Source: an optimization exercise on an open RTL-to-GDS flow (aim: small area and a short achievable clock period). Production flows keep margins and buffers that such runs may drop.
Function was checked by simulation only, so behaviour that the tests miss may differ from the original.
Power figures rest on the tool's default switching activity, not on a simulated workload.

File: design/flow/design.v
module dc_i2f_norm (
    input  wire [31:0] a,
    output reg  [31:0] f,
    output reg         rb,
    output reg         st
);
    reg        s;
    reg [31:0] lo;             
    reg [31:0] mag, n;
    reg [7:0]  z4;             
    reg [15:0] l4;             
    reg [3:0]  z8;
    reg [11:0] l8;
    reg [1:0]  z16;
    reg [7:0]  l16;
    reg [4:0]  lz;
    reg [7:0]  e;
    integer    i, k;
    always @* begin
        s = a[31];
        lo = a;
        for (k = 0; k < 5; k = k + 1)
            for (i = 0; i < 32; i = i + 1)
                if ((i >> k) & 1)
                    lo[i] = lo[i] | lo[((i >> k) << k) - 1];
        mag[0] = a[0];
        for (i = 1; i < 32; i = i + 1)
            mag[i] = a[i] ^ (s & lo[i-1]);
        for (k = 0; k < 8; k = k + 1) begin
            z4[k]       = mag[4*k +: 4] == 4'd0;
            l4[2*k+1]   = !mag[4*k+3] && !mag[4*k+2];
            l4[2*k]     = !mag[4*k+3] && (mag[4*k+2] || !mag[4*k+1]);
        end
        for (k = 0; k < 4; k = k + 1) begin
            z8[k]        = z4[2*k+1] && z4[2*k];
            l8[3*k +: 3] = z4[2*k+1] ? {1'b1, l4[4*k +: 2]} : {1'b0, l4[4*k+2 +: 2]};
        end
        for (k = 0; k < 2; k = k + 1) begin
            z16[k]       = z8[2*k+1] && z8[2*k];
            l16[4*k +: 4] = z8[2*k+1] ? {1'b1, l8[6*k +: 3]} : {1'b0, l8[6*k+3 +: 3]};
        end
        lz = z16[1] ? {1'b1, l16[3:0]} : {1'b0, l16[7:4]};
        n  = mag << lz;
        rb = 1'b0;
        st = 1'b0;
        for (k = 0; k < 8; k = k + 1) begin
            rb = rb | ((lz == k) & mag[7 - k]);
            if (k < 7) st = st | ((lz == k) & lo[6 - k]);
        end
        e = (z16[1] && z16[0]) ? 8'd0 : 8'd158 - {3'd0, lz};
        f = {s, e, n[30:8]};
    end
endmodule
module dc_i2f_round (
    input  wire [31:0] f,
    input  wire        rb,
    input  wire        st,
    output reg  [24:0] sig,
    output reg  [31:0] v
);
    reg        inc, hid;
    reg [23:0] al;             
    integer    i, k;
    always @* begin
        hid = f[30:23] != 8'd0;
        inc = rb & (st | f[0]);
        al  = {hid, f[22:0]};
        for (k = 0; k < 5; k = k + 1)
            for (i = 0; i < 24; i = i + 1)
                if ((i >> k) & 1)
                    al[i] = al[i] & al[((i >> k) << k) - 1];
        sig[0] = f[0] ^ inc;
        for (i = 1; i < 23; i = i + 1)
            sig[i] = f[i] ^ (inc & al[i-1]);
        sig[23] = hid ^ (inc & al[22]);
        sig[24] = inc & al[23];
        v = {f[31], f[30:23] + {7'd0, sig[24]}, sig[22:0]};
    end
endmodule
module dc_encode (
    input  wire [31:0] w,
    input  wire [2:0]  fmt,
    input  wire        x,
    output reg  [31:0] data,
    output reg         sat,
    output reg         nan
);
    localparam [2:0] T_G4 = 3'd0, T_I8 = 3'd1, T_F8E4 = 3'd2, T_F8E5 = 3'd3,
                     T_BF16 = 3'd4, T_FP16 = 3'd5, T_I32 = 3'd6, T_FP32 = 3'd7;
    reg  [11:0] kept;
    reg  [11:0] al;
    reg         rb, st, s, ov1, ov2, e4m, is_nan, is_inf, inc;
    reg  [7:0]  eb, ef;
    reg  [11:0] r;
    reg  [1:0]  c;
    reg         over;
    reg  [7:0]  i8;
    reg  [15:0] fcode, maxc, infc;
    integer     i, k;
    always @* begin
        kept   = w[11:0];
        rb     = w[12];
        st     = w[13];
        s      = w[14];
        eb     = w[22:15];
        ov1    = w[23];
        ov2    = w[24];
        e4m    = w[25];
        is_nan = w[26];
        is_inf = w[27];
        inc = rb & (st | kept[0]);
        al  = kept;
        for (k = 0; k < 4; k = k + 1)
            for (i = 0; i < 12; i = i + 1)
                if ((i >> k) & 1)
                    al[i] = al[i] & al[((i >> k) << k) - 1];
        r[0] = kept[0] ^ inc;
        for (i = 1; i < 12; i = i + 1)
            r[i] = kept[i] ^ (inc & al[i-1]);
        case (fmt)
            T_F8E4:  c = r[4:3];
            T_F8E5:  c = r[3:2];
            T_BF16:  c = r[8:7];
            default: c = r[11:10];
        endcase
        ef   = eb + {6'd0, c};
        over = ov1 || (ov2 && c[1]) || (e4m && r[2:0] == 3'd7);
        case (fmt)
            T_F8E4:  begin fcode = {8'd0, s, ef[3:0], r[2:0]};  maxc = {8'd0, s, 7'h7E}; infc = 16'h007F; end
            T_F8E5:  begin fcode = {8'd0, s, ef[4:0], r[1:0]};  maxc = {8'd0, s, 7'h7B}; infc = {8'd0, s, 7'h7C}; end
            T_BF16:  begin fcode = {s, ef[7:0], r[6:0]};        maxc = {s, 15'h7F7F}; infc = {s, 15'h7F80}; end
            default: begin fcode = {s, ef[4:0], r[9:0]};        maxc = {s, 15'h7BFF}; infc = {s, 15'h7C00}; end
        endcase
        i8 = s ? (8'd0 - r[7:0]) : r[7:0];
        data = 32'd0;
        sat  = 1'b0;
        nan  = 1'b0;
        case (fmt)
            T_G4: begin
                data = {28'd0, w[3:0]};       
                sat  = w[4];
                nan  = w[5];
            end
            T_I8: begin
                if (is_nan) nan = 1'b1;
                else if (ov1 || r[8] || (r[7] && (!s || r[6:0] != 7'd0))) begin
                    data = s ? 32'h80 : 32'h7F;
                    sat  = 1'b1;
                end else
                    data = {24'd0, i8};
            end
            T_I32: data = w;
            T_FP32: begin
                data = w;
                nan  = x;
            end
            default: begin
                if (is_nan) begin
                    nan = 1'b1;
                    case (fmt)
                        T_F8E4:  data = 32'h7F;
                        T_F8E5:  data = 32'h7E;
                        T_BF16:  data = 32'h7FC0;
                        default: data = 32'h7E00;
                    endcase
                end else if (is_inf || over) begin
                    sat  = x || !is_inf;
                    data = {16'd0, x ? maxc : infc};
                end else
                    data = {16'd0, fcode};
            end
        endcase
    end
endmodule
module dc_align (
    input  wire [31:0] v,
    input  wire [24:0] vsig,
    input  wire [2:0]  fmt,
    output reg  [31:0] w
);
    localparam [2:0] T_I8 = 3'd1, T_F8E4 = 3'd2, T_F8E5 = 3'd3, T_BF16 = 3'd4;
    reg         s, hid, is_nan, is_inf;
    reg  [7:0]  ex, ex1, eb;
    reg  [24:0] sig, t, pre;
    reg  [3:0]  sh;
    reg         sub, ov1, ov2, e4m;
    integer     i, k;
    always @* begin
        s      = v[31];
        ex     = v[30:23];
        hid    = ex != 8'd0;
        sig    = vsig;
        ex1    = {ex[7:1], ex[0] | !hid};
        is_nan = (ex == 8'hFF) && (v[22:0] != 23'd0);
        is_inf = (ex == 8'hFF) && (v[22:0] == 23'd0);
        case (fmt)
            T_I8:    sh = (ex1 >= 8'd134) ? 4'd3 : (ex1 <= 8'd125) ? 4'd12 : 4'd9 - ex1[3:0];    
            T_F8E4:  sh = (ex1 >= 8'd121) ? 4'd7 : (ex1 <= 8'd116) ? 4'd12 : 4'd0 - ex1[3:0];    
            T_F8E5:  sh = (ex1 >= 8'd113) ? 4'd8 : (ex1 <= 8'd109) ? 4'd12 : 4'd9 - ex1[3:0];    
            T_BF16:  sh = 4'd3;
            default: sh = (ex1 >= 8'd113) ? 4'd0 : (ex1 <= 8'd101) ? 4'd12 : 4'd1 - ex1[3:0];    
        endcase
        t = sig >> sh;
        pre = sig;
        for (k = 0; k < 5; k = k + 1)
            for (i = 0; i < 25; i = i + 1)
                if ((i >> k) & 1)
                    pre[i] = pre[i] | pre[((i >> k) << k) - 1];
        case (fmt)
            T_F8E4:  begin sub = ex1 < 8'd121; eb = ex1 + 8'd7;  end
            T_BF16:  begin sub = 1'b0;         eb = ex1 - 8'd1;  end
            default: begin sub = ex1 < 8'd113; eb = ex1 + 8'd15; end
        endcase
        if (sub) eb = 8'd0;
        e4m = 1'b0;
        case (fmt)
            T_I8:    begin ov1 = ex1 >= 8'd135; ov2 = 1'b0; end
            T_F8E4:  begin ov1 = ex1 >= 8'd136; ov2 = ex1 >= 8'd135; e4m = ex1 == 8'd135; end
            T_BF16:  begin ov1 = 1'b0;          ov2 = ex1 == 8'd254; end
            default: begin ov1 = ex1 >= 8'd143; ov2 = ex1 >= 8'd142; end
        endcase
        w = {4'd0, is_inf, is_nan, e4m, ov2, ov1, eb, s, pre[5'd11 + {1'b0, sh}], t[12], t[24:13]};
    end
endmodule
module dc_g4_find (
    input  wire [31:0]  acc,
    input  wire         acc_int,
    input  wire         mask,
    input  wire [127:0] cb,
    output reg  [31:0]  w,
    output reg          below,
    output reg          hi_sat,
    output reg          nan
);
    function ge9;
        input [8:0] a, b;
        reg   [8:0] x, z, g, p;
        reg   [4:0] g1, p1;
        reg   [2:0] g2, p2;
        begin
            x = {~a[8], a[7:0]};
            z = {b[8], ~b[7:0]};
            g = x & z;
            p = x | z;
            g1[0] = g[0] | p[0];                    
            g1[1] = g[2] | (p[2] & g[1]);  p1[1] = p[2] & p[1];
            g1[2] = g[4] | (p[4] & g[3]);  p1[2] = p[4] & p[3];
            g1[3] = g[6] | (p[6] & g[5]);  p1[3] = p[6] & p[5];
            g1[4] = g[8] | (p[8] & g[7]);  p1[4] = p[8] & p[7];
            g2[0] = g1[1] | (p1[1] & g1[0]);
            g2[1] = g1[3] | (p1[3] & g1[2]);  p2[1] = p1[3] & p1[2];
            g2[2] = g1[4];                    p2[2] = p1[4];
            ge9 = g2[2] | (p2[2] & (g2[1] | (p2[1] & g2[0])));
        end
    endfunction
    reg               s;
    reg  [7:0]        ex;
    reg  [23:0]       sig;
    reg  [23:0]       pre;     
    reg               sel;
    reg  [9:0]        u;       
    reg  [10:0]       yy;      
    reg               neg;
    reg  [8:0]        yq;      
    reg               big;
    reg               kill;
    reg  [15:0]       d;       
    reg  [14:0]       h;       
    reg  [7:0]        elo, ehi;
    reg               hi_eq;
    reg  [3:0]        j;
    integer           i, c, k;
    always @* begin
        s   = acc[31];
        ex  = acc[30:23];
        sig = {ex != 8'd0, acc[22:0]};
        nan = !acc_int && (ex == 8'hFF) && (acc[22:0] != 23'd0) && !mask;
        kill = mask || nan;
        big = (ex >= 8'd135);
        pre = sig;
        for (k = 0; k < 5; k = k + 1)
            for (i = 0; i < 24; i = i + 1)
                if ((i >> k) & 1)
                    pre[i] = pre[i] | pre[((i >> k) << k) - 1];
        u = {9'd0, pre[23]};
        for (c = 123; c <= 134; c = c + 1) begin
            sel = (ex == c);
            for (i = 0; i < 9; i = i + 1)
                if (i + 149 - c < 24)
                    u[i+1] = u[i+1] | (sel & sig[i + 149 - c]);
            u[0] = (u[0] & !sel) | (sel & pre[(148 - c > 23) ? 23 : 148 - c]);
        end
        if (big) u = 10'h3FF;
        if (acc_int) begin
            neg = 1'b0;
            if (acc[31:8] == {24{acc[31]}}) begin
                yy = {acc[8:0], 2'b00};
                yq = acc[8:0];
            end else begin
                yy = {acc[31], {10{~acc[31]}}};
                yq = {acc[31], {8{~acc[31]}}};
            end
        end else begin
            neg = s;
            yy  = {1'b0, u};
            yq  = {s, u[9:2] ^ {8{s}}};
        end
        if (kill) begin
            neg = 1'b0;
            yy  = 11'd0;
            yq  = 9'd0;
        end
        for (c = 0; c < 16; c = c + 1)
            d[c] = ge9(yq, {cb[8*c+7], cb[8*c +: 8]});
        for (c = 0; c < 15; c = c + 1)
            h[c] = d[c] & !d[c+1];
        below = !d[0];
        elo = {8{below}} & cb[7:0];
        ehi = 8'd0;
        for (c = 0; c < 15; c = c + 1) begin
            elo = elo | ({8{h[c]}} & cb[8*c +: 8]);
            ehi = ehi | ({8{h[c]}} & cb[8*c+8 +: 8]);
        end
        j[3] = d[8];
        j[2] = (d[4] & !d[8]) | d[12];
        j[1] = (d[2] & !d[4]) | (d[6] & !d[8]) | (d[10] & !d[12]) | d[14];
        j[0] = (d[1] & !d[2]) | (d[3] & !d[4]) | (d[5] & !d[6]) | (d[7] & !d[8]) |
               (d[9] & !d[10]) | (d[11] & !d[12]) | (d[13] & !d[14]) | d[15];
        hi_eq  = (yq == {cb[127], cb[127:120]}) && (yy[1:0] == 2'b00);
        hi_sat = !kill && d[15] && !hi_eq;
        w = {neg, j, ehi, elo, yy};
    end
endmodule
module dc_g4_pick (
    input  wire [31:0] w,
    input  wire        below,
    input  wire        hi_sat,
    output reg  [3:0]  code,
    output reg         sat
);
    function cout11;
        input [10:0] x, z;
        input        cin;
        reg   [10:0] g, p;
        reg   [5:0]  gg;
        begin
            g = x & z;
            p = x | z;
            gg[0] = g[0] | (p[0] & cin);
            gg[1] = g[2] | (p[2] & g[1]);
            gg[2] = g[4] | (p[4] & g[3]);
            gg[3] = g[6] | (p[6] & g[5]);
            gg[4] = g[8] | (p[8] & g[7]);
            gg[5] = g[10] | (p[10] & g[9]);
            cout11 = gg[5] | (p[10] & p[9] & (gg[4] | (p[8] & p[7] & (gg[3] | (p[6] & p[5] &
                     (gg[2] | (p[4] & p[3] & (gg[1] | (p[2] & p[1] & gg[0])))))))));
        end
    endfunction
    reg  [11:0] a0, b0, c0, sm, cr;
    reg  [10:0] yy, y, lo;
    reg  [7:0]  elo, ehi;
    reg  [3:0]  j;
    reg         neg, sv, up, lo_end;
    integer     i, k;
    always @* begin
        yy  = w[10:0];
        elo = w[18:11];
        ehi = w[26:19];
        j   = w[30:27];
        neg = w[31];
        sv  = neg | yy[10];
        lo = yy;
        for (k = 0; k < 4; k = k + 1)
            for (i = 0; i < 11; i = i + 1)
                if ((i >> k) & 1)
                    lo[i] = lo[i] | lo[((i >> k) << k) - 1];
        y[0] = yy[0];
        for (i = 1; i < 11; i = i + 1)
            y[i] = yy[i] ^ (neg & lo[i-1]);
        a0 = {y[10], y};
        b0 = {{3{~elo[7]}}, ~elo, 1'b1};
        c0 = {{3{~ehi[7]}}, ~ehi, 1'b1};
        sm = a0 ^ b0 ^ c0;
        cr = {(a0[10:0] & b0[10:0]) | (a0[10:0] & c0[10:0]) | (b0[10:0] & c0[10:0]), 1'b1};
        up = !(sm[11] ^ cr[11] ^ cout11(sm[10:0], cr[10:0], sv));
        lo_end = $signed(y) < $signed({elo[7], elo, 2'b00});
        if (below) begin
            code = 4'd0;
            sat  = lo_end;
        end else begin
            code = (up && j != 4'd15) ? j + 4'd1 : j;
            sat  = hi_sat;
        end
    end
endmodule
module drain_convert (
    input  wire         clk,
    input  wire         rst,
    input  wire         in_valid,
    input  wire [31:0]  in_acc,
    input  wire         in_acc_int,
    input  wire [3:0]   in_ofmt,
    input  wire         in_sat,
    input  wire         in_mask,
    input  wire [127:0] in_cb,
    output reg          out_valid,
    output reg  [31:0]  out_data,
    output reg          out_sat,
    output reg          out_nan
);
    localparam [2:0] T_G4 = 3'd0, T_I32 = 3'd6, T_FP32 = 3'd7;
    reg         r_valid;
    reg [31:0]  r_acc;
    reg         r_acc_int;
    reg [2:0]   r_ofmt;
    reg         r_sat;
    reg         r_mask;
    reg [127:0] r_cb;
    always @(posedge clk) begin
        if (rst) r_valid <= 1'b0;
        else     r_valid <= in_valid;
        r_acc     <= in_acc;
        r_acc_int <= in_acc_int;
        r_ofmt    <= in_ofmt[2:0];
        r_sat     <= in_sat;
        r_mask    <= in_mask;
        r_cb      <= in_cb;
    end
    wire [31:0] nrm_w, g4_w;
    wire        nrm_rb, nrm_st;
    wire        g4_below, g4_hsat, g4_nan;
    dc_i2f_norm u_nrm (.a(r_acc), .f(nrm_w), .rb(nrm_rb), .st(nrm_st));
    dc_g4_find  u_g4f (.acc(r_acc), .acc_int(r_acc_int), .mask(r_mask), .cb(r_cb),
                       .w(g4_w), .below(g4_below), .hi_sat(g4_hsat), .nan(g4_nan));
    reg [31:0] c1_w;
    reg [2:0]  c1_fmt;
    reg        c1_x, c1_i, c1_rb, c1_st;
    always @* begin
        c1_fmt = r_ofmt;
        c1_x   = r_sat;
        c1_i   = 1'b0;
        c1_rb  = 1'b0;
        c1_st  = 1'b0;
        if (r_ofmt == T_G4) begin
            c1_w  = g4_w;
            c1_x  = g4_hsat;
            c1_i  = g4_nan;
            c1_rb = g4_below;
        end else if (r_mask) begin
            c1_w   = 32'd0;              
            c1_fmt = T_I32;
        end else if (r_acc_int && r_ofmt != T_I32) begin
            c1_w  = nrm_w;
            c1_rb = nrm_rb;
            c1_st = nrm_st;
        end else
            c1_w = r_acc;
    end
    reg         p_valid;
    reg [31:0]  p_w;
    reg [2:0]   p_fmt;
    reg         p_x;       
    reg         p_i;       
    reg         p_rb;      
    reg         p_st;
    always @(posedge clk) begin
        if (rst) p_valid <= 1'b0;
        else     p_valid <= r_valid;
        p_w   <= c1_w;
        p_fmt <= c1_fmt;
        p_x   <= c1_x;
        p_i   <= c1_i;
        p_rb  <= c1_rb;
        p_st  <= c1_st;
    end
    wire [31:0] v, aln_w;
    wire [3:0]  g4_code;
    wire        g4_sat;
    wire        v_nan = (p_w[30:23] == 8'hFF) && (p_w[22:0] != 23'd0);
    wire [24:0] vsig;
    dc_i2f_round u_rnd (.f(p_w), .rb(p_rb), .st(p_st), .sig(vsig), .v(v));
    dc_g4_pick   u_g4p (.w(p_w), .below(p_rb), .hi_sat(p_x), .code(g4_code), .sat(g4_sat));
    dc_align     u_aln (.v(p_w), .vsig(vsig), .fmt(p_fmt), .w(aln_w));
    reg [31:0] c2_w;
    reg        c2_x;
    always @* begin
        c2_x = p_x;
        c2_w = v;
        if (p_fmt == T_FP32) begin
            c2_x = v_nan;
            if (v_nan) c2_w = 32'h7FC0_0000;
        end
        if (p_fmt != T_FP32 && p_fmt != T_I32)
            c2_w = aln_w;
        if (p_fmt == T_G4)
            c2_w[5:0] = {p_i, g4_sat, g4_code};
    end
    reg         m_valid;
    reg [31:0]  m_w;
    reg [2:0]   m_fmt;
    reg         m_x;
    always @(posedge clk) begin
        if (rst) m_valid <= 1'b0;
        else     m_valid <= p_valid;
        m_w   <= c2_w;
        m_fmt <= p_fmt;
        m_x   <= c2_x;
    end
    wire [31:0] c_data;
    wire        c_osat, c_onan;
    dc_encode u_enc (.w(m_w), .fmt(m_fmt), .x(m_x),
                     .data(c_data), .sat(c_osat), .nan(c_onan));
    always @(posedge clk) begin
        if (rst) out_valid <= 1'b0;
        else     out_valid <= m_valid;
        out_data <= c_data;
        out_sat  <= c_osat;
        out_nan  <= c_onan;
    end
endmodule
File: design/flow/flow/run.sh
#!/bin/bash
# The standard layout, with each port buffered by the smallest buffer cell
# instead of the default choice.
set -euo pipefail
export BUFFER_PORTS_ARGS="-buffer_cell sky130_fd_sc_hd__buf_1"
bash standard.sh finish > standard_flow.log 2>&1
File: design/flow/standard.sh
#!/bin/bash
# synth_recipe.tcl (not shown) runs the flow's synth.tcl, then flattens the netlist and writes it again
# the make line also repeats each setting of config.mk as NAME=value (left out here)
make -C /OpenROAD-flow-scripts/flow DESIGN_CONFIG=/design/flow/config.mk WORK_HOME=/design/flow/orfs CLKGATE_MAP_FILE= SYNTH_SCRIPT=/design/flow/synth_recipe.tcl "${@:-finish}"
File: design/flow/config.mk
export PLATFORM = sky130hd
export DESIGN_NAME = drain_convert
export DESIGN_NICKNAME = drain_convert
export VERILOG_FILES = /design/flow/design.v
export SDC_FILE = /design/flow/constraint.sdc
export NUM_CORES = 4
export LEC_CHECK = 0
export ABC_AREA = 1
export CAP_MARGIN = 50
export CORE_MARGIN = 2
export CORE_UTILIZATION = 55
export CTS_CLUSTER_DIAMETER = 150
export CTS_CLUSTER_SIZE = 30
export PLACE_DENSITY = 0.7
export SLEW_MARGIN = 50
File: design/flow/constraint.sdc
create_clock -name core_clock -period 20.0 [get_ports {clk}]
set_input_delay 4.0000 -clock core_clock [delete_from_list [all_inputs] [get_ports {clk}]]
set_output_delay 4.0000 -clock core_clock [all_outputs]
set_load 0.01 [all_outputs]
==> flow_summary.toml, run 1 <==
[clock_tree]
clk_pin_slew_ns = 0.12
postCtsSetupBuffers = 0
cts_sinks = 279
cts_resized = 0
ctsHtreeMaxLevel = 1
postCtsHoldBufs = 0
root_buffer = "clkbuf_16"
tritoncts = "yes"
clock_path_buffers = 3
cts_buffers = 13
clock_latency_ns = 0.52

[power_and_ir_drop]
combPwrFrac_pct = 39.1
intPower_mw = 0.921
pwr-share-seq_pct = 42.2
p_switching_mw = 0.672
peakVddDrop_uv = 92.9
power_density_nw_per_um2 = 74.2
p_leak_nw = 10.5
clkPwrFrac_pct = 18.8
p_sw_share_pct = 42.2

[critical_path]
cp_data_arrival_time_ns = 5.86
timing.rr.end = "p_w[17]"
crit_path_end_kind = "flop"
worstPathMaxFanout = 45
reg2reg_from = "r_acc[0]"
rr_worst_depth = 20
required_ns = 20.42
start_kind = "flop"
ff2ff_setup_slack_ns = 14.56
worstSetupPathType = "flop to flop"

[logic_synthesis]
synth_edf_count = 0
synth_largest_area_cell = "dfxtp_1"
synth_area_leaders = "dfxtp_1, nand2_1, nand3_1"
postSynthCellCount = 3303
synth_top_flop_cell = "dfxtp_1"
yosysMostFrequentCell = "nand2_1"
synthArstFlopShare_pct = 0
syn_nets = 3528
seq_area_frac_synth_pct = 27.5
synth_cell_types = 63
netlist_area_um2 = 20300
yosys_warnings = 7
syn_avg_cell_area_um2 = 6.14
synth_top_cell_area_share_pct = 27.5
ys_top_cells_by_count = "nand2_1, nand3_1, inv_1"
synth_seq_cells = 279

[final_layout]
multi_input_area_um2 = 12700
fin_util_pct = 58.9
layout-drive-gt1-share_pct = 4.81
area_growth_pct = 5.81
n_fill_cell = 3723
num_antenna_cells = 0
num-nets-final = 3636
seqCellArea_um2 = 5590

[timing]
final-hold-violation-count = 0
period_share_pct = 27.2
slew_violations = 0
skew_ns = 0.0303
fmax_mhz = 184
grt_setup_unrepaired = "false"
setup_tns_ns = 0
worst_slew_pin_slew_ns = 0.769
setup_viol = 0
max_slew_margin_pct = 48.2
fin_crit_ns = 5.44

[drt]
antenna_left = 0
viasPerCell = 6.04
drt-pass1-iter-count = 6
avgRoutedWirePerCell_um = 19.3
drc_errors = 0
drt_iter0_markers = 3186
dr_total_vias = 23400
routed_wl_um = 74700

[floorplan]
die_area_um2 = 38400
die_h_um = 196
core_um2 = 36400
pin_count = 205
start_util_pct = 55.7
die_w_um = 196
rows = 70

[run]
drv_cap = 0

[placement]
dp_hpwl_um = 58800
portBuffers = 203
gp_congestion = 1.05

[hold_path]
hold_start = "r_valid"
hold_class = "flop to flop"
hold_end = "p_valid"
whs_path_depth = 2

[global_routing]
grt_max_degree = 49
grt_pass1_vias = 20900
antenna_found_initial = 0
track_usage_pct = 37.7
grt_pass1_wl_um = 114000
grt_overflow_total = 0

[status]
status = "complete, no violations"
-- power by group through the flow --
stage | logic [mW] | clock network [mW] | registers [mW]
final | 0.623 | 0.299 | 0.671
after global routing | 0.688 | 0.323 | 0.675
after CTS | 0.603 | 0.305 | 0.668
after detailed placement | 0.600 | 0 | 0.681
after global placement | 0.588 | 0 | 0.680
after floorplan | 0.441 | 0 | 0.658
-- cells by family (layout without fill, tap and decap cells) --
| group | Yosys count | in the layout | share of synthesized area (%) |
|---|---|---|---|
| adder cells (fa/ha/maj) | 55 | 55 | 3.80 |
| buffers and inverters | 482 | 591 | 9.96 |
| XOR/XNOR | 48 | 48 | 2.15 |
| AND/OR/NAND/NOR | 2037 | 2037 | 44.9 |
| flip-flops | 279 | 279 | 27.5 |
| AO/OA/AOI/OAI | 402 | 402 | 11.6 |
-- worst max path at each step --
| stage | cells past startpoint | end | slack [ns] | startpoint |
|---|---|---|---|---|
| 3_3_place_gp | 21 | p_rb | 14.74 | r_acc[31] |
| 2_1_floorplan | 0 | out_data[0] | 15.67 | out_data[0] |
| 6_report | 20 | p_w[17] | 14.56 | r_acc[0] |
| 4_1_cts | 24 | p_w[25] | 14.67 | r_acc[31] |
| 5_1_grt | 20 | p_w[16] | 14.30 | r_acc[0] |
| 3_5_place_dp | 24 | p_w[25] | 14.68 | r_acc[31] |
-- state kept, by name, indices dropped and copies added, names as in the netlist, 3 cells and up --
name / cells
p_fmt: 3
m_w: 32
out_data: 32
p_w: 32
r_acc: 32
r_ofmt: 3
r_cb: 128
m_fmt: 3
-- layout make-up --
cell class / count / share of cell area, %
well taps: 468 / 2.73
clock buffers: 13 / 1.52
clock inverters: 3 / 0.157
inverters: 363 / 6.37
flip-flops and latches: 279 / 26.0
multi-input cells: 2542 / 59.3
repair buffers: 212 / 3.88
-- critical path: stages, from the launching register on --
cell     delay [ns]
dfxtp_1        0.46
nor2_4         0.19
nand3_4        0.13
nor2_8         0.25
nand3_2        0.14
nand2_1        0.22
inv_2          0.10
nor2_8         0.50
nand2_1        0.62
inv_1          0.74
o21ai_0        0.31
nand2_1        0.13
nand2_1        0.36
nand3_1        0.21
nand2_1        0.08
nor2_1         0.17
nand2_1        0.07
nor2_1         0.21
nand4_1        0.24
nand2_1        0.16
nand2_1        0.05
-- layout by cell type (no fill, tap or decap), types with 16 or more instances in the layout --
cell / count
inv_1: 330
ha_1: 44
nor2_1: 271
nand2_1: 1011
nand4_1: 111
dfxtp_1: 278
o21ai_0: 156
a21oi_1: 78
buf_1: 203
nor2_2: 16
nand2_2: 30
o211ai_1: 28
nand3_1: 491
nor3_1: 36
inv_2: 25
nand3_2: 16
xor2_1: 41
o22ai_1: 26
o21ai_1: 44
-- metal layers --
| layer | vias up | wire [um] | global-route usage [%] |
|---|---|---|---|
| met2 | 1541 | 32300 | 58.7 |
| met4 | 0 | 4330 | 18.6 |
| met1 | 10600 | 29400 | 50.6 |
| li1 | 11100 | - | - |
| met5 | - | 0 | 0 |
| met3 | 247 | 8710 | 6.34 |
-- through the flow --
stage | hold slack, ns | instances | power (mW) | setup WS [ns] | area (um^2)
after global placement | 0.389 | 3863 | 1.27 | 14.74 | 21000
after floorplan | 0.376 | 3303 | 1.10 | 15.67 | 20300
after CTS | 0.412 | 3879 | 1.58 | 14.67 | 21400
after global routing | 0.429 | 3880 | 1.69 | 14.30 | 21500
final | 0.410 | 3880 | 1.59 | 14.56 | 21500
after detailed placement | 0.397 | 3863 | 1.28 | 14.68 | 21100
==> run 2, diff against run 1 <==
--- a/design/flow/config.mk
+++ b/design/flow/config.mk
@@ -11,4 +11,2 @@
 export CORE_UTILIZATION = 55
-export CTS_CLUSTER_DIAMETER = 150
-export CTS_CLUSTER_SIZE = 30
 export PLACE_DENSITY = 0.7
==> run 2 against run 1 <==
Net effect: still clean on timing, DRC and antenna; fmax up 0.15%; clock skew down 0.0064 ns; sequential share of layout area down 0.76 points; sequential cell count unchanged; die area unchanged; count of clock-buffer cells in the layout up 22; global-route usage up 0.47 points; cell area up 3.0%; synthesized cell count unchanged; sequential power about the same; first-iteration DRC count up 0.78%; utilization up 1.8 points; largest cell class unchanged.
==> flow_summary.toml, run 2 <==
[timing]
grt_setup_unrepaired = "false"
max_slew_margin_pct = 46.9
slew_violations = 0
setup_viol = 0
fmax_mhz = 184
worst_slew_pin_slew_ns = 0.788
holdWs_ns = 0.405
final-hold-violation-count = 0
skew_ns = 0.0238
period_share_pct = 27.2
setup_tns_ns = 0
fin_crit_ns = 5.43

[critical_path]
required_ns = 20.47
worstSetupPathType = "flop to flop"
critPathTopFamily = "simple AND/OR/NAND/NOR gates"
path_buf_inv = 2
cpMostUsedCell = "nand2_1"
worst_path_max_delay_cell = "inv_1"
worstPathMaxFanout = 45
crit_path_end_kind = "flop"
start_kind = "flop"
cp_data_arrival_time_ns = 5.90
worstPathCellList = "nor2_4 -> nand3_4 -> nor2_8 -> nand3_2 -> nand2_1 -> inv_2 -> nor2_8 -> nand2_1 -> inv_1 -> o21ai_0 -> nand2_1 -> nand2_1 -> nand3_1 -> nand2_1 -> nor2_1 -> nand2_1 -> nor2_1 -> nand4_1 -> nand2_1 -> nand2_1"
cpPeakStageDelay_ns = 0.72

[logic_synthesis]
yosys_warnings = 7
synth_largest_area_cell = "dfxtp_1"
synth_top_flop_cell = "dfxtp_1"
postSynthCellCount = 3303
syn_avg_cell_area_um2 = 6.14
seq_area_frac_synth_pct = 27.5
synth_edf_count = 0
ys_top_cells_by_count = "nand2_1, nand3_1, inv_1"
synth_top_cell_area_share_pct = 27.5
netlist_area_um2 = 20300
synth_area_leaders = "dfxtp_1, nand2_1, nand3_1"
syn_nets = 3528
yosysMostFrequentCell = "nand2_1"
synth_seq_cells = 279
synth_cell_types = 63
synthArstFlopShare_pct = 0

[clock_tree]
postCtsSetupBuffers = 0
clock_path_buffers = 3
postCtsHoldBufs = 0
cts_sinks = 279
clock_latency_ns = 0.59
clk_pin_slew_ns = 0.06
ctsHtreeMaxLevel = 1
root_buffer = "clkbuf_16"
tritoncts = "yes"
cts_buffers = 28
cts_resized = 0

[final_layout]
largest_reg_flops = 128
area_growth_pct = 9.04
final_common_cell = "nand2_1"
fin_cells = 3915
layout-drive-gt1-share_pct = 5.72
num-nets-final = 3650
layout_common_cells = "nand2_1, nand3_1, inv_1"
fin_util_pct = 60.7
regMostFlops = "r_cb"

[power_and_ir_drop]
p_leak_nw = 10.8
power_density_nw_per_um2 = 84.3
peakVddDrop_uv = 78.8
design_power_total_mw = 1.86

[hold_path]
hold_class = "flop to flop"

[drt]
viasPerCell = 6.02
routed_wl_um = 75500
drc_errors = 0
drt-pass1-iter-count = 7
drt_iter0_markers = 3211
antenna_left = 0
dr_total_vias = 23600
avgRoutedWirePerCell_um = 19.3

[status]
status = "complete, no violations"

[placement]
gp_congestion = 1.05
dp_cells = 3863
portBuffers = 203
dp_hpwl_um = 58800

[floorplan]
start_util_pct = 55.7
die_h_um = 196
rows = 70
die_area_um2 = 38400
core_um2 = 36400
die_w_um = 196
pin_count = 205

[global_routing]
track_usage_pct = 38.1
antenna_found_initial = 0
grt_pass1_wl_um = 116000
grt_max_degree = 49
grt_overflow_total = 0
grt_pass1_vias = 21200

[run]
drv_cap = 0
[run 2: cell counts after synthesis]
Identical to the previous run, type by type.
[run 2: final timing paths]
check / startpoint / endpoint / slack, ns / depth (start not counted)
setup / recovery: r_acc[0] / p_w[17] / 14.57 / 20
hold / removal: m_valid / out_valid / 0.41 / 2
setup reg to reg: r_acc[0] / p_w[17] / 14.57 / 20
hold reg to reg: m_valid / out_valid / 0.41 / 2
[run 2: cell families (layout without fill, tap and decap cells)]
logic type | after synthesis | count (layout) | share of synthesized area (%)
other | 0 | 1 | 0
AND/OR/NAND/NOR | 2037 | 2037 | 44.9
buffers and inverters | 482 | 625 | 9.96
AO/OA/AOI/OAI | 402 | 402 | 11.6
adder cells (fa/ha/maj) | 55 | 55 | 3.80
flip-flops | 279 | 279 | 27.5
XOR/XNOR | 48 | 48 | 2.15
[run 2: layout make-up]
class                   instances  area (um^2)
fillers                      3669        14300
well taps                     468          586
clock inverters                16          254
diodes                          1         2.50
clock buffers                  35          767
inverters                     363         1370
repair buffers                211          822
flip-flops and latches        279         5590
multi-input cells            2542        12700
[run 2: metal layers]
metal	GRT usage, %	vias to the layer above	wire (um)
met1	50.7	10700	29800
met2	59.7	1510	32800
li1	-	11100	-
met3	6.93	269	8640
met4	18.8	0	4300
met5	0	-	0
[run 2: power by group]
part           leakage [nW]  internal [mW]  switching, mW  total [mW]
logic                  7.93          0.190          0.433       0.623
clock network         0.481          0.339          0.230       0.569
registers              2.34          0.609         0.0636       0.672
[run 2: stage by stage]
| step | setup slack (ns) | area, um^2 |
|---|---|---|
| final | 14.57 | 22100 |
| after global placement | 14.74 | 21000 |
| after CTS | 14.63 | 22100 |
| after detailed placement | 14.68 | 21100 |
| after floorplan | 15.67 | 20300 |
| after global routing | 14.30 | 22100 |
[run 2: worst reg2reg max path, delay by kind of cell, from the launching register on]
| family | cells | cell delay [ns] |
|---|---|---|
| AO/OA/AOI/OAI | 1 | 0.32 |
| buffers and inverters | 2 | 0.82 |
| flip-flops | 1 | 0.45 |
| AND/OR/NAND/NOR | 17 | 3.75 |
==> run 3, diff against run 2 <==
--- a/design/flow/design.v
+++ b/design/flow/design.v
@@ -42,3 +42,8 @@
         lz = z16[1] ? {1'b1, l16[3:0]} : {1'b0, l16[7:4]};
-        n  = mag << lz;
+        n = mag;
+        if (lz[4]) n = n << 16;
+        if (lz[3]) n = n << 8;
+        if (lz[2]) n = n << 4;
+        if (lz[1]) n = n << 2;
+        if (lz[0]) n = n << 1;
         rb = 1'b0;
--- a/design/flow/config.mk
+++ b/design/flow/config.mk
@@ -8,3 +8,3 @@
 export ABC_AREA = 1
-export CAP_MARGIN = 50
+export CAP_MARGIN = 75
 export CORE_MARGIN = 2
@@ -12,2 +12,2 @@
 export PLACE_DENSITY = 0.7
-export SLEW_MARGIN = 50
+export SLEW_MARGIN = 75
==> run 3 against run 2 <==
Net effect: sequential power rose by 0.7%; fmax rose by 7.2%; critical path depth fell by 19; setup slack improved by 0.37 ns; clock power barely moved; highest routed layer is now met5; sequential share of layout area fell by 0.40 points; wire length rose by 1.1%; sequential cell count did not move; critical path type is now flop to output pin; largest power group unchanged; global-route usage rose by 0.59 points; still clean.
==> flow_summary.toml, run 3 <==
[status]
status = "complete, no violations"

[logic_synthesis]
synth_area_leaders = "dfxtp_1, nand2_1, nand3_1"
syn_avg_cell_area_um2 = 6.21
synth_largest_area_cell = "dfxtp_1"
yosysMostFrequentCell = "nand2_1"
yosys_warnings = 7
synth_seq_cells = 279
postSynthCellCount = 3218
synth_top_flop_cell = "dfxtp_1"
ys_top_cells_by_count = "nand2_1, nand3_1, inv_1"
synthArstFlopShare_pct = 0
syn_nets = 3446
seq_area_frac_synth_pct = 27.9
synth_edf_count = 0
netlist_area_um2 = 20000
synth_cell_types = 60
synth_top_cell_area_share_pct = 27.9

[floorplan]
rows = 69
die_area_um2 = 37900
start_util_pct = 56.1
die_w_um = 195
die_h_um = 195
core_um2 = 35700
pin_count = 205

[critical_path]
start_kind = "flop"
critPathTopFamily = "flip-flops"
worstPathMaxFanout = 1
worstSetupPathType = "flop to output pin"
path_buf_inv = 1
crit_path_end_kind = "output pin"
worstPathCellList = "buf_1"
required_ns = 16.00
cpPeakStageDelay_ns = 0.34
cp_data_arrival_time_ns = 1.07
worst_path_max_delay_cell = "dfxtp_1"

[final_layout]
final_common_cell = "nand2_1"
regMostFlops = "r_cb"
multi_input_area_um2 = 13000
finish.instance_area_um2 = 22600
seqCellArea_um2 = 5620
layout_common_cells = "nand2_1, nand3_1, inv_1"
largest_reg_flops = 128
area_growth_pct = 12.9
layout-drive-gt1-share_pct = 8.53
num-nets-final = 3597
fin_util_pct = 63.3
fin_cells = 3852
n_fill_cell = 3365

[global_routing]
grt_max_degree = 43
antenna_found_initial = 2
grt_overflow_total = 0
grt_pass1_vias = 21100
track_usage_pct = 38.7
grt_pass1_wl_um = 116000

[drt]
viasPerCell = 6.04
drt_iter0_markers = 2697
dr_total_vias = 23300
drc_errors = 0
drt-pass1-iter-count = 8
routed_wl_um = 76300
avgRoutedWirePerCell_um = 19.8
antenna_left = 0

[run]
drv_cap = 0

[clock_tree]
cts_sinks = 279
clock_latency_ns = 0.58
ctsHtreeMaxLevel = 1
root_buffer = "clkbuf_16"
cts_resized = 0
postCtsSetupBuffers = 0
clk_pin_slew_ns = 0.06
tritoncts = "yes"
clock_path_buffers = 3
postCtsHoldBufs = 0
cts_buffers = 27

[timing]
fmax_mhz = 197
slew_violations = 0
final-hold-violation-count = 0
fin_crit_ns = 5.07
skew_ns = 0.0331
grt_setup_unrepaired = "false"
max_slew_margin_pct = 73.6
period_share_pct = 25.3
setup_viol = 0
setup_tns_ns = 0
worst_slew_pin_slew_ns = 0.393

[power_and_ir_drop]
design_power_total_mw = 1.89
power_density_nw_per_um2 = 83.8
p_leak_nw = 10.9
peakVddDrop_uv = 81.9

[placement]
gp_congestion = 1.07
place_area_um2 = 21300
dp_hpwl_um = 59600
dp_cells = 3792
portBuffers = 203

[hold_path]
hold_class = "flop to flop"
## run 3: changes by cell type after synthesis, sizes merged, moves of 11 or more
cell   previous run  this run
nor2            300       265
nand2          1049      1016
nand3           510       477
o21ai           205       222
nor3             38        27
## run 3: logic make-up (layout without fill, tap and decap cells)
kind of cell,after synthesis,in the layout,share of synthesized area (%)
simple gates,1924,1924,42.7
buf+inv,475,647,10.2
compound gates,426,426,12.6
flops,279,279,27.9
fa+ha+maj,58,58,4.04
xor+xnor,56,56,2.57
other cells,0,1,0
## run 3: metal layers
metal  global-route usage [%]  share of wire [%]  vias up
met5                        0              0.034        -
met4                     22.8                6.5        4
met3                     7.79                 12      302
met2                     60.5                 44     1563
met1                     49.6                 38    10500
li1                         -                  -    10900
## run 3: path summary, 6_finish.rpt
| kind | from | endpoint | slack, ns | cells past startpoint |
|---|---|---|---|---|
| worst max-delay path | out_data[30] | out_data[30] | 14.93 | 1 |
| worst min-delay path | p_valid | m_valid | 0.41 | 2 |
| worst max register to register | r_acc[29] | p_w[27] | 14.98 | 28 |
| worst min register to register | p_valid | m_valid | 0.41 | 2 |
## run 3: area by class of cell
class,instances,area share (%)
clock inverter,11,0.992
timing repair buffer,233,4.56
inverter,364,6.17
clock buffer,39,3.46
multi-input combinational,2464,57.4
sequential,279,24.9
tap,461,2.55
antenna,1,0.0111
## run 3: stage by stage
step	setup slack, ns	hold WS (ns)
floorplan	15.67	0.386
global placement	14.81	0.389
detailed placement	15.30	0.400
CTS	14.92	0.410
global route	14.84	0.430
finish	14.93	0.405
## run 3: where the power goes
group	internal, mW	switching (mW)
clock	0.350	0.218
sequential	0.611	0.0664
combinational	0.203	0.445
==> run 4, diff against run 3 <==
--- a/design/flow/config.mk
+++ b/design/flow/config.mk
@@ -11,2 +11,4 @@
 export CORE_UTILIZATION = 55
+export CTS_CLUSTER_DIAMETER = 150
+export CTS_CLUSTER_SIZE = 25
 export PLACE_DENSITY = 0.7
==> run 4 against run 3 <==
Net effect: still clean on timing, DRC and antenna; register-to-register slack better by 0.08 ns; first-iteration DRC count up 4.9%; clock skew down 0.0072 ns; global-route usage down 0.084 points; via count down 0.16%; cell area down 2.6%; cell count down 0.78%; largest cell class unchanged.
==> flow_summary.toml, run 4 <==
[logic_synthesis]
ys_top_cells_by_count = "nand2_1, nand3_1, inv_1"
synth_cell_types = 60
synth_seq_cells = 279
synth_top_flop_cell = "dfxtp_1"
seq_area_frac_synth_pct = 27.9
postSynthCellCount = 3218
synth_largest_area_cell = "dfxtp_1"
yosysMostFrequentCell = "nand2_1"
yosys_warnings = 7
synth_edf_count = 0
netlist_area_um2 = 20000
syn_nets = 3446
synth_area_leaders = "dfxtp_1, nand2_1, nand3_1"
synthArstFlopShare_pct = 0
synth_top_cell_area_share_pct = 27.9
syn_avg_cell_area_um2 = 6.21

[clock_tree]
clock_latency_ns = 0.53
cts_buffers = 15
cts_resized = 0
tritoncts = "yes"
ctsHtreeMaxLevel = 1
clk_pin_slew_ns = 0.10
cts_sinks = 279
root_buffer = "clkbuf_16"
postCtsHoldBufs = 0
postCtsSetupBuffers = 0
clock_path_buffers = 3

[floorplan]
rows = 69
die_w_um = 195
pin_count = 205
die_area_um2 = 37900
start_util_pct = 56.1
die_h_um = 195
core_um2 = 35700

[global_routing]
track_usage_pct = 38.6
grt_overflow_total = 0
antenna_found_initial = 1
grt_max_degree = 43
grt_pass1_wl_um = 115000
grt_pass1_vias = 20800

[placement]
place_area_um2 = 21300
portBuffers = 203
place_ws_ns = 15.30
dp_hpwl_um = 59600
gp_congestion = 1.07

[power_and_ir_drop]
p_sw_share_pct = 42.3
power_density_nw_per_um2 = 75.2
pwr-share-seq_pct = 40.9
p_leak_nw = 10.6
p_switching_mw = 0.699
clkPwrFrac_pct = 19.9
combPwrFrac_pct = 39.2
peakVddDrop_uv = 87.7
intPower_mw = 0.953

[drt]
routed_wl_um = 76000
drt-pass1-iter-count = 6
drc_errors = 0
dr_total_vias = 23200
antenna_left = 0
drt_iter0_markers = 2829
avgRoutedWirePerCell_um = 19.9
viasPerCell = 6.08

[critical_path]
worst_path_max_delay_cell = "dfxtp_1"
timing.rr.end = "p_w[27]"
critPathTopFamily = "flip-flops"
cp-endpoint = "out_data[30]"
critPathLaunch = "out_data[30]"
cp_data_arrival_time_ns = 1.04
ff2ff_setup_slack_ns = 15.06
worstPathCellList = "buf_1"
crit_cells = 1
worstPathMaxFanout = 1
path_buf_inv = 1
cpPeakStageDelay_ns = 0.34
worstSetupPathType = "flop to output pin"
reg2reg_from = "r_acc[29]"
start_kind = "flop"
required_ns = 16.00
rr_worst_depth = 28
crit_path_end_kind = "output pin"

[timing]
setup_slack_ns = 14.96
fmax_mhz = 198
holdWs_ns = 0.411
grt_setup_unrepaired = "false"
fin_crit_ns = 5.04
setup_tns_ns = 0
final-hold-violation-count = 0
skew_ns = 0.0259
setup_viol = 0
slew_violations = 0
period_share_pct = 25.2
max_slew_margin_pct = 72.0
worst_slew_pin_slew_ns = 0.418

[final_layout]
layout_common_cells = "nand2_1, nand3_1, inv_1"
finish.instance_area_um2 = 22000
fin_util_pct = 61.7
layout-drive-gt1-share_pct = 7.77
area_growth_pct = 9.95
n_fill_cell = 3432
final_common_cell = "nand2_1"
seqCellArea_um2 = 5620
multi_input_area_um2 = 13000
regMostFlops = "r_cb"
num-nets-final = 3585
largest_reg_flops = 128

[status]
status = "complete, no violations"

[hold_path]
hold_class = "flop to flop"

[run]
drv_cap = 0
run 4: final cells by class:
| type | count | area share [%] |
|---|---|---|
| clock buffer | 16 | 1.72 |
| antenna | 2 | 0.0228 |
| multi-input combinational | 2464 | 58.9 |
| timing repair buffer | 233 | 4.69 |
| clock inverter | 3 | 0.154 |
| sequential | 279 | 25.5 |
| tap | 461 | 2.62 |
| inverter | 364 | 6.33 |
run 4: cells by family (layout without fill, tap and decap cells):
group | after synthesis | after routing | synth area share [%]
AOI/OAI and AO/OA | 426 | 426 | 12.6
DFF | 279 | 279 | 27.9
adders and majority gates | 58 | 58 | 4.04
other | 0 | 2 | 0
xor gates and xnor gates | 56 | 56 | 2.57
buffers and inverters | 475 | 616 | 10.2
and+or+nand+nor | 1924 | 1924 | 42.7
run 4: metal layers:
metal  track usage, %  vias up  routed length (um)
met5                0        -                  11
met4             22.8        2                5090
met1             49.9    10500               29500
met2             60.5     1549               33000
met3             6.85      334                8410
li1                 -    10900                   -
run 4: power by group through the flow:
stage | combinational (mW) | sequential, mW | clock (mW)
floorplan | 0.434 | 0.661 | 0
global placement | 0.586 | 0.682 | 0
detailed placement | 0.616 | 0.685 | 0
CTS | 0.618 | 0.672 | 0.333
global route | 0.711 | 0.680 | 0.355
finish | 0.648 | 0.676 | 0.329
run 4: worst min-delay path by stage:
| stage | from | to | slack [ns] | depth (start not counted) |
|---|---|---|---|---|
| 5_1_grt | p_valid | m_valid | 0.43 | 2 |
| 4_1_cts | p_valid | m_valid | 0.42 | 2 |
| 3_3_place_gp | p_valid | m_valid | 0.39 | 2 |
| 2_1_floorplan | m_w[29] | out_data[29] | 0.39 | 2 |
| 6_report | p_valid | m_valid | 0.41 | 2 |
| 3_5_place_dp | m_valid | out_valid | 0.40 | 2 |
run 4: metrics by stage:
stage | power (mW) | cells
6_report | 1.65 | 3822
2_1_floorplan | 1.10 | 3218
4_1_cts | 1.62 | 3811
5_1_grt | 1.75 | 3820
3_3_place_gp | 1.27 | 3779
3_5_place_dp | 1.30 | 3792
==> run 5, diff against run 4 <==
--- a/design/flow/config.mk
+++ b/design/flow/config.mk
@@ -8,3 +8,3 @@
 export ABC_AREA = 1
-export CAP_MARGIN = 75
+export CAP_MARGIN = 20
 export CORE_MARGIN = 2
==> run 5 against run 4 <==
Net effect: critical endpoint unchanged; critical path type unchanged; register-to-register slack is essentially flat; first-iteration DRC count did not move; cell count stayed put; highest routed layer unchanged; largest cell class unchanged; still clean on timing, DRC and antenna.
==> flow_summary.toml, run 5 <==
[global_routing]
antenna_found_initial = 1
grt_use_met3_pct = 6.85
grt_pass1_vias = 20800
grt_busiest_layer = "met2"
grt_overflow_total = 0
use_met2_pct = 60.5
grt_max_degree = 43
grt_pass1_wl_um = 115000
met1_usage_pct = 49.9
track_usage_pct = 38.6

[logic_synthesis]
synthArstFlopShare_pct = 0
synth_largest_area_cell = "dfxtp_1"
synth_top_cell_area_share_pct = 27.9
synth_cell_types = 60
syn_nets = 3446
synth_top_flop_cell = "dfxtp_1"
synth_seq_cells = 279
postSynthCellCount = 3218
netlist_area_um2 = 20000
syn_avg_cell_area_um2 = 6.21
ys_top_cells_by_count = "nand2_1, nand3_1, inv_1"
synth_edf_count = 0
synth_area_leaders = "dfxtp_1, nand2_1, nand3_1"
yosysMostFrequentCell = "nand2_1"
yosys_warnings = 7
seq_area_frac_synth_pct = 27.9

[power_and_ir_drop]
power_density_nw_per_um2 = 75.2
peakVddDrop_uv = 87.7
p_leak_nw = 10.6
design_power_total_mw = 1.65

[timing]
final-hold-violation-count = 0
fin_crit_ns = 5.04
slew_violations = 0
fmax_mhz = 198
setup_tns_ns = 0
period_share_pct = 25.2
grt_setup_unrepaired = "false"
holdWs_ns = 0.411
setup_viol = 0
skew_ns = 0.0259
max_slew_margin_pct = 72.0
worst_slew_pin_slew_ns = 0.418

[floorplan]
pin_count = 205
die_w_um = 195
die_area_um2 = 37900
core_um2 = 35700
die_h_um = 195
rows = 69
start_util_pct = 56.1

[drt]
antenna_left = 0
drt-pass1-iter-count = 6
drt_iter0_markers = 2829
routed_wl_um = 76000
dr_total_vias = 23200
drc_errors = 0
avgRoutedWirePerCell_um = 19.9
viasPerCell = 6.08

[final_layout]
n_fill_cell = 3432
final_common_cell = "nand2_1"
seqCellArea_um2 = 5620
layout-drive-gt1-share_pct = 7.77
layout_common_cells = "nand2_1, nand3_1, inv_1"
num-nets-final = 3585
regMostFlops = "r_cb"
area_growth_pct = 9.95
fin_cells = 3822
finish.instance_area_um2 = 22000
largest_reg_flops = 128
multi_input_area_um2 = 13000

[critical_path]
crit_path_end_kind = "output pin"
critPathTopFamily = "flip-flops"
required_ns = 16.00
worstSetupPathType = "flop to output pin"
worstPathMaxFanout = 1
worstPathCellList = "buf_1"
path_buf_inv = 1
worst_path_max_delay_cell = "dfxtp_1"
start_kind = "flop"
cp_data_arrival_time_ns = 1.04
cpPeakStageDelay_ns = 0.34

[hold_path]
hold_class = "flop to flop"

[clock_tree]
tritoncts = "yes"
ctsHtreeMaxLevel = 1
clock_latency_ns = 0.53
postCtsSetupBuffers = 0
cts_sinks = 279
cts_buffers = 15
clock_path_buffers = 3
postCtsHoldBufs = 0
clk_pin_slew_ns = 0.10
cts_resized = 0
root_buffer = "clkbuf_16"

[status]
status = "complete, no violations"

[run]
drv_cap = 0

[placement]
place_area_um2 = 21300
dp_cells = 3792
gp_congestion = 1.07
dp_hpwl_um = 59600
portBuffers = 203
==> run 5: cell counts in the layout (fill, tap and decap cells not counted) <==
No cell type changed its count.
==> run 5: final cells by class <==
class / count / area share [%]
Antenna cell: 2 / 0.0228
Clock buffer: 16 / 1.72
Clock inverter: 3 / 0.154
Inverter: 364 / 6.33
Multi-Input combinational cell: 2464 / 58.9
Sequential cell: 279 / 25.5
Tap cell: 461 / 2.62
Timing Repair Buffer: 233 / 4.69
==> run 5: path summary, 6_finish.rpt <==
| kind | startpoint | endpoint | slack, ns | cells after the start |
|---|---|---|---|---|
| max | out_data[30] | out_data[30] | 14.96 | 1 |
| min | p_valid | m_valid | 0.41 | 2 |
| max reg2reg | r_acc[29] | p_w[27] | 15.06 | 28 |
| min reg2reg | p_valid | m_valid | 0.41 | 2 |
==> run 5: worst reg2reg max path: cells and delay by family, from the launching register on <==
kind                     cells  cell delay (ns)
AND/OR/NAND/NOR             14             2.04
AO/OA/AOI/OAI                8             1.16
buffers and inverters        5             0.90
flip-flops                   1             0.55
adder cells (fa/ha/maj)      1             0.17
==> run 5: stage by stage <==
step | utilization (%) | worst slack (ns)
floorplan | - | 15.67
global placement | 58.2 | 14.81
detailed placement | 59.8 | 15.30
CTS | 61.0 | 14.95
global route | 61.7 | 14.85
finish | 61.7 | 14.96
==> run 5: cells by family (layout without fill, tap and decap cells) <==
| group | Yosys count | after routing | share of synthesized area [%] |
|---|---|---|---|
| flops | 279 | 279 | 27.9 |
| fa+ha+maj | 58 | 58 | 4.04 |
| simple gates | 1924 | 1924 | 42.7 |
| xor+xnor | 56 | 56 | 2.57 |
| buf+inv | 475 | 616 | 10.2 |
| other cells | 0 | 2 | 0 |
| compound gates | 426 | 426 | 12.6 |
==> run 5: metal layers <==
layer | part of all wire, % | vias to the layer above | wire [um]
met5 | 0.014 | - | 11
met4 | 6.7 | 2 | 5090
met3 | 11 | 334 | 8410
met2 | 43 | 1549 | 33000
met1 | 39 | 10500 | 29500
li1 | - | 10900 | -
==> run 5: power breakdown <==
| group | internal (mW) | leakage, nW | switching (mW) | total (mW) |
|---|---|---|---|---|
| registers | 0.610 | 2.34 | 0.0660 | 0.676 |
| clock network | 0.140 | 0.204 | 0.189 | 0.329 |
| logic | 0.203 | 8.04 | 0.445 | 0.648 |
==> run 6, diff against run 5 <==
--- a/design/flow/config.mk
+++ b/design/flow/config.mk
@@ -14,2 +14,2 @@
 export PLACE_DENSITY = 0.7
-export SLEW_MARGIN = 75
+export SLEW_MARGIN = 50
==> run 6 against run 5 <==
Net effect: still clean on timing, DRC and antenna; combinational power down 3.9%; fmax down 10%; global-route usage down 0.25 points; sequential cell count unchanged; synthesized cell count unchanged; wire length down 0.71%; setup slack worse by 0.57 ns; die area unchanged; non-clock buffer count down 22; via count down 0.94%; first-iteration DRC count down 3.1%; area after synthesis unchanged; critical endpoint is now p_w[27]; largest cell class unchanged.
==> flow_summary.toml, run 6 <==
[drt]
routed_wl_um = 75500
antenna_left = 0
avgRoutedWirePerCell_um = 19.9
dr_total_vias = 23000
drc_errors = 0
drt_iter0_markers = 2740
viasPerCell = 6.06
drt-pass1-iter-count = 11

[floorplan]
die_h_um = 195
core_um2 = 35700
pin_count = 205
die_w_um = 195
rows = 69
start_util_pct = 56.1
die_area_um2 = 37900

[critical_path]
critPathLaunch = "r_acc[31]"
cp_data_arrival_time_ns = 5.98
cpMostUsedCell = "nand3_1"
rr_worst_depth = 25
cp-endpoint = "p_w[27]"
cpPeakStageDelay_ns = 0.68
worstSetupPathType = "flop to flop"
start_kind = "flop"
timing.rr.end = "p_w[27]"
worstPathMaxFanout = 40
crit_path_end_kind = "flop"
required_ns = 20.38
worst_path_max_delay_cell = "nand3_2"
ff2ff_setup_slack_ns = 14.39
reg2reg_from = "r_acc[31]"

[timing]
worst_slew_pin_slew_ns = 0.720
fmax_mhz = 178
holdWs_ns = 0.420
period_share_pct = 28.0
grt_setup_unrepaired = "false"
fin_crit_ns = 5.61
setup_tns_ns = 0
skew_ns = 0.0176
setup_viol = 0
final-hold-violation-count = 0
slew_violations = 0
max_slew_margin_pct = 51.4

[final_layout]
area_growth_pct = 5.94
multi_input_area_um2 = 12400
seqCellArea_um2 = 5590
n_fill_cell = 3561
layout-drive-gt1-share_pct = 4.59
num-nets-final = 3563
largest_reg_flops = 128
fin_cells = 3801
final_common_cell = "nand2_1"
layout_common_cells = "nand2_1, nand3_1, inv_1"
regMostFlops = "r_cb"

[power_and_ir_drop]
combPwrFrac_pct = 38.4
clkPwrFrac_pct = 20.0
p_sw_share_pct = 42.2
pwr-share-seq_pct = 41.6
p_switching_mw = 0.684
peakVddDrop_uv = 76.6
intPower_mw = 0.937
power_density_nw_per_um2 = 76.5
p_leak_nw = 10.3

[clock_tree]
tritoncts = "yes"
cts_resized = 0
root_buffer = "clkbuf_16"
postCtsSetupBuffers = 0
clk_pin_slew_ns = 0.10
ctsHtreeMaxLevel = 1
cts_sinks = 279
postCtsHoldBufs = 0
cts_buffers = 15
clock_latency_ns = 0.52
clock_path_buffers = 3

[logic_synthesis]
syn_avg_cell_area_um2 = 6.21
synth_largest_area_cell = "dfxtp_1"
synth_top_flop_cell = "dfxtp_1"
synth_edf_count = 0
ys_top_cells_by_count = "nand2_1, nand3_1, inv_1"
synthArstFlopShare_pct = 0
synth_seq_cells = 279
synth_top_cell_area_share_pct = 27.9
netlist_area_um2 = 20000
seq_area_frac_synth_pct = 27.9
postSynthCellCount = 3218
yosysMostFrequentCell = "nand2_1"
synth_area_leaders = "dfxtp_1, nand2_1, nand3_1"
syn_nets = 3446
yosys_warnings = 7
synth_cell_types = 60

[global_routing]
grt_busiest_layer = "met2"
grt_max_degree = 43
grt_pass1_wl_um = 115000
grt_use_met3_pct = 6.18
use_met2_pct = 60.9
grt_overflow_total = 0
antenna_found_initial = 3
grt_pass1_vias = 20900
track_usage_pct = 38.4
met1_usage_pct = 50.5

[placement]
dp_cells = 3779
gp_congestion = 1.07
dp_hpwl_um = 58800
portBuffers = 203

[run]
drv_cap = 0

[status]
status = "complete, no violations"

[hold_path]
hold_class = "flop to flop"
whs_path_depth = 2
-- run 6: per-layer routing --
metal | up-vias | part of all wire (%)
li1 | 10800 | -
met1 | 10300 | 39
met2 | 1560 | 43
met3 | 282 | 11
met4 | 2 | 6.2
met5 | - | 0.019
-- run 6: metrics by stage --
| stage | utilization (%) | area (um^2) | worst slack, ns | total power, mW |
|---|---|---|---|---|
| 3_3_place_gp | 58.2 | 20700 | 14.81 | 1.27 |
| 5_1_grt | 59.4 | 21200 | 14.13 | 1.71 |
| 6_report | 59.4 | 21200 | 14.39 | 1.62 |
| 2_1_floorplan | - | 20000 | 15.67 | 1.10 |
| 4_1_cts | 59.3 | 21100 | 14.61 | 1.60 |
| 3_5_place_dp | 58.2 | 20700 | 14.64 | 1.28 |
-- run 6: power by group through the flow --
stage	Clock, mW	Sequential (mW)	Combinational [mW]
after detailed placement	0	0.683	0.598
after floorplan	0	0.661	0.434
after global routing	0.347	0.678	0.685
final	0.324	0.674	0.623
after CTS	0.329	0.670	0.601
after global placement	0	0.682	0.586
-- run 6: worst min path at each step --
| stage | from | end | slack [ns] |
|---|---|---|---|
| CTS | m_valid | out_valid | 0.42 |
| floorplan | m_w[29] | out_data[29] | 0.39 |
| global placement | p_valid | m_valid | 0.39 |
| finish | p_valid | m_valid | 0.42 |
| global route | m_valid | out_valid | 0.45 |
| detailed placement | m_valid | out_valid | 0.40 |
-- run 6: area by class of cell --
type / instances / area share [%]
diodes: 5 / 0.0591
clock buffers: 15 / 1.77
clock inverters: 2 / 0.118
inverters: 364 / 6.47
multi-input cells: 2464 / 58.6
flip-flops and latches: 279 / 26.4
well taps: 461 / 2.72
repair buffers: 211 / 3.88
-- run 6: worst max-delay path: cells and delay by family (launching register included) --
| family | cells | cell delay [ns] |
|---|---|---|
| and+or+nand+nor | 11 | 2.30 |
| adders and majority gates | 1 | 0.22 |
| AOI/OAI and AO/OA | 8 | 1.55 |
| buffers and inverters | 5 | 1.05 |
| DFF | 1 | 0.30 |
-- run 6: cells by family after synthesis --
group                    count (synthesis)  synth area share [%]
AO/OA/AOI/OAI                          426                  12.6
buffers and inverters                  475                  10.2
AND/OR/NAND/NOR                       1924                  42.7
flip-flops                             279                  27.9
XOR/XNOR                                56                  2.57
adder cells (fa/ha/maj)                 58                  4.04
==> run 7, diff against run 6 <==
--- a/design/flow/config.mk
+++ b/design/flow/config.mk
@@ -14,2 +14,2 @@
 export PLACE_DENSITY = 0.7
-export SLEW_MARGIN = 50
+export SLEW_MARGIN = 60
==> run 7 against run 6 <==
Net effect: largest power group unchanged; critical path type unchanged; sequential cell count did not move; still clean on timing, DRC and antenna; count of clock-buffer cells in the layout rose by 1; sequential share of layout area fell by 0.094 points.
==> flow_summary.toml, run 7 <==
[clock_tree]
cts_sinks = 279
clock_latency_ns = 0.52
tritoncts = "yes"
postCtsSetupBuffers = 0
root_buffer = "clkbuf_16"
postCtsHoldBufs = 0
clock_path_buffers = 3
ctsHtreeMaxLevel = 1
clk_pin_slew_ns = 0.09
cts_resized = 0
cts_buffers = 15

[placement]
dp_cells = 3779
gp_congestion = 1.07
place_ws_ns = 14.76
dp_hpwl_um = 58900
portBuffers = 203

[logic_synthesis]
syn_nets = 3446
synthArstFlopShare_pct = 0
synth_area_leaders = "dfxtp_1, nand2_1, nand3_1"
seq_area_frac_synth_pct = 27.9
ys_top_cells_by_count = "nand2_1, nand3_1, inv_1"
synth_seq_cells = 279
synth_cell_types = 60
yosys_warnings = 7
postSynthCellCount = 3218
yosysMostFrequentCell = "nand2_1"
synth_edf_count = 0
synth_largest_area_cell = "dfxtp_1"
netlist_area_um2 = 20000
synth_top_cell_area_share_pct = 27.9
synth_top_flop_cell = "dfxtp_1"
syn_avg_cell_area_um2 = 6.21

[status]
status = "complete, no violations"

[critical_path]
crit_cells = 25
cpPeakStageDelay_ns = 0.40
rr_worst_depth = 25
crit_path_end_kind = "flop"
cp_data_arrival_time_ns = 5.60
start_kind = "flop"
timing.rr.end = "p_w[27]"
ff2ff_setup_slack_ns = 14.77
path_buf_inv = 6
worstPathMaxFanout = 40
critPathLaunch = "r_acc[31]"
required_ns = 20.37
critPathTopFamily = "simple AND/OR/NAND/NOR gates"
worst_path_max_delay_cell = "nand3_1"
worstSetupPathType = "flop to flop"
reg2reg_from = "r_acc[31]"

[power_and_ir_drop]
p_leak_nw = 10.4
power_density_nw_per_um2 = 76.5
design_power_total_mw = 1.63
peakVddDrop_uv = 91.5

[floorplan]
die_area_um2 = 37900
core_um2 = 35700
pin_count = 205
start_util_pct = 56.1
die_w_um = 195
rows = 69
die_h_um = 195

[hold_path]
hold_start = "m_valid"
hold_end = "out_valid"
hold_class = "flop to flop"
whs_path_depth = 2

[timing]
setup_slack_ns = 14.77
grt_setup_unrepaired = "false"
slew_violations = 0
setup_viol = 0
fmax_mhz = 191
period_share_pct = 26.1
holdWs_ns = 0.416
worst_slew_pin_slew_ns = 0.629
max_slew_margin_pct = 57.9
skew_ns = 0.0140
setup_tns_ns = 0
final-hold-violation-count = 0
fin_crit_ns = 5.23

[drt]
drc_errors = 0
drt-pass1-iter-count = 9
drt_iter0_markers = 2774
avgRoutedWirePerCell_um = 19.9
routed_wl_um = 75500
antenna_left = 0
dr_total_vias = 23000
viasPerCell = 6.07

[global_routing]
grt_max_degree = 43
grt_pass1_wl_um = 115000
use_met2_pct = 60.3
met1_usage_pct = 50.4
grt_pass1_vias = 20700
antenna_found_initial = 2
track_usage_pct = 38.3
grt_busiest_layer = "met2"
grt_overflow_total = 0
grt_use_met3_pct = 5.57

[final_layout]
fin_cells = 3797
layout-drive-gt1-share_pct = 4.86
area_growth_pct = 6.37
layout_common_cells = "nand2_1, nand3_1, inv_1"
largest_reg_flops = 128
regMostFlops = "r_cb"
final_common_cell = "nand2_1"
num-nets-final = 3564
num_antenna_cells = 0

[run]
drv_cap = 0
## run 7: cell type report
| class | instances | area (um^2) |
|---|---|---|
| Multi-Input combinational cell | 2464 | 12500 |
| Fill cell | 3533 | 14400 |
| Timing Repair Buffer | 212 | 837 |
| Inverter | 364 | 1370 |
| Tap cell | 461 | 577 |
| Clock inverter | 1 | 20.0 |
| Clock buffer | 16 | 389 |
| Sequential cell | 279 | 5590 |
## run 7: power by group
group	internal, mW	switching (mW)
clock	0.142	0.185
combinational	0.191	0.436
sequential	0.609	0.0649
## run 7: per-layer routing
metal	share of wire (%)	wire, um
met4	7.0	5270
met1	39	29700
met3	11	8350
met5	0.011	8
met2	43	32200
## run 7: worst min-delay path, delay by kind of cell (launching register included)
| family | cells | cell delay (ns) |
|---|---|---|
| flops | 1 | 0.31 |
| simple gates | 1 | 0.03 |
| buf+inv | 1 | 0.04 |
## run 7: metrics by stage
stage / utilization, % / instance area, um^2
floorplan: - / 20000
global placement: 58.2 / 20700
detailed placement: 58.4 / 20800
CTS: 59.5 / 21200
global route: 59.7 / 21300
finish: 59.7 / 21300
## run 7: how the worst max path moves through the flow
| stage | endpoint | slack (ns) |
|---|---|---|
| CTS | p_w[27] | 14.74 |
| floorplan | out_data[0] | 15.67 |
| global placement | p_w[27] | 14.81 |
| global route | p_w[27] | 14.60 |
| finish | p_w[27] | 14.77 |
| detailed placement | p_w[27] | 14.76 |
## run 7: cell families after synthesis
family                     after synthesis  share of synthesized area [%]
xor gates and xnor gates                56                           2.57
and+or+nand+nor                       1924                           42.7
AOI/OAI and AO/OA                      426                           12.6
buffers and inverters                  475                           10.2
DFF                                    279                           27.9
adders and majority gates               58                           4.04

port drivers added, routing unchanged:
No port has a modelled driver above. Below, the same layouts with a new extraction and two added sets of constraints. Step 1 sets driving cells, clkbuf_16 on the clock port and buf_2 on the other inputs (assumed; they add their load-dependent delay and slew). Step 2 moves the port delays by t, midway between the first and last clock arrival at a register: inputs arrive t later, outputs are due t later. That takes back most of the time a late clock gives input paths. a / b / c = ideal ports / drivers / drivers and shift; a / b = the first two.
run | shift t [ns] | slack for setup (ns) | hold WS [ns] | pins driven straight from the clock port
run 1 | 0.558 | 14.559 / 14.559 / 14.559 | 0.410 / 0.410 / 0.410 | 1
run 2 | 0.629 | 14.567 / 14.567 / 14.567 | 0.405 / 0.405 / 0.405 | 1
run 3 | 0.617 | 14.933 / 14.877 / 14.976 | 0.405 / 0.405 / 0.405 | 1
run 4 | 0.581 | 14.959 / 14.902 / 15.061 | 0.411 / 0.411 / 0.411 | 1
run 5 | 0.581 | 14.959 / 14.902 / 15.061 | 0.411 / 0.411 / 0.411 | 1
run 6 | 0.564 | 14.393 / 14.393 / 14.393 | 0.420 / 0.420 / 0.420 | 1
run 7 | 0.567 | 14.773 / 14.773 / 14.773 | 0.416 / 0.416 / 0.416 | 1
After both steps setup and hold are still met in every run listed.
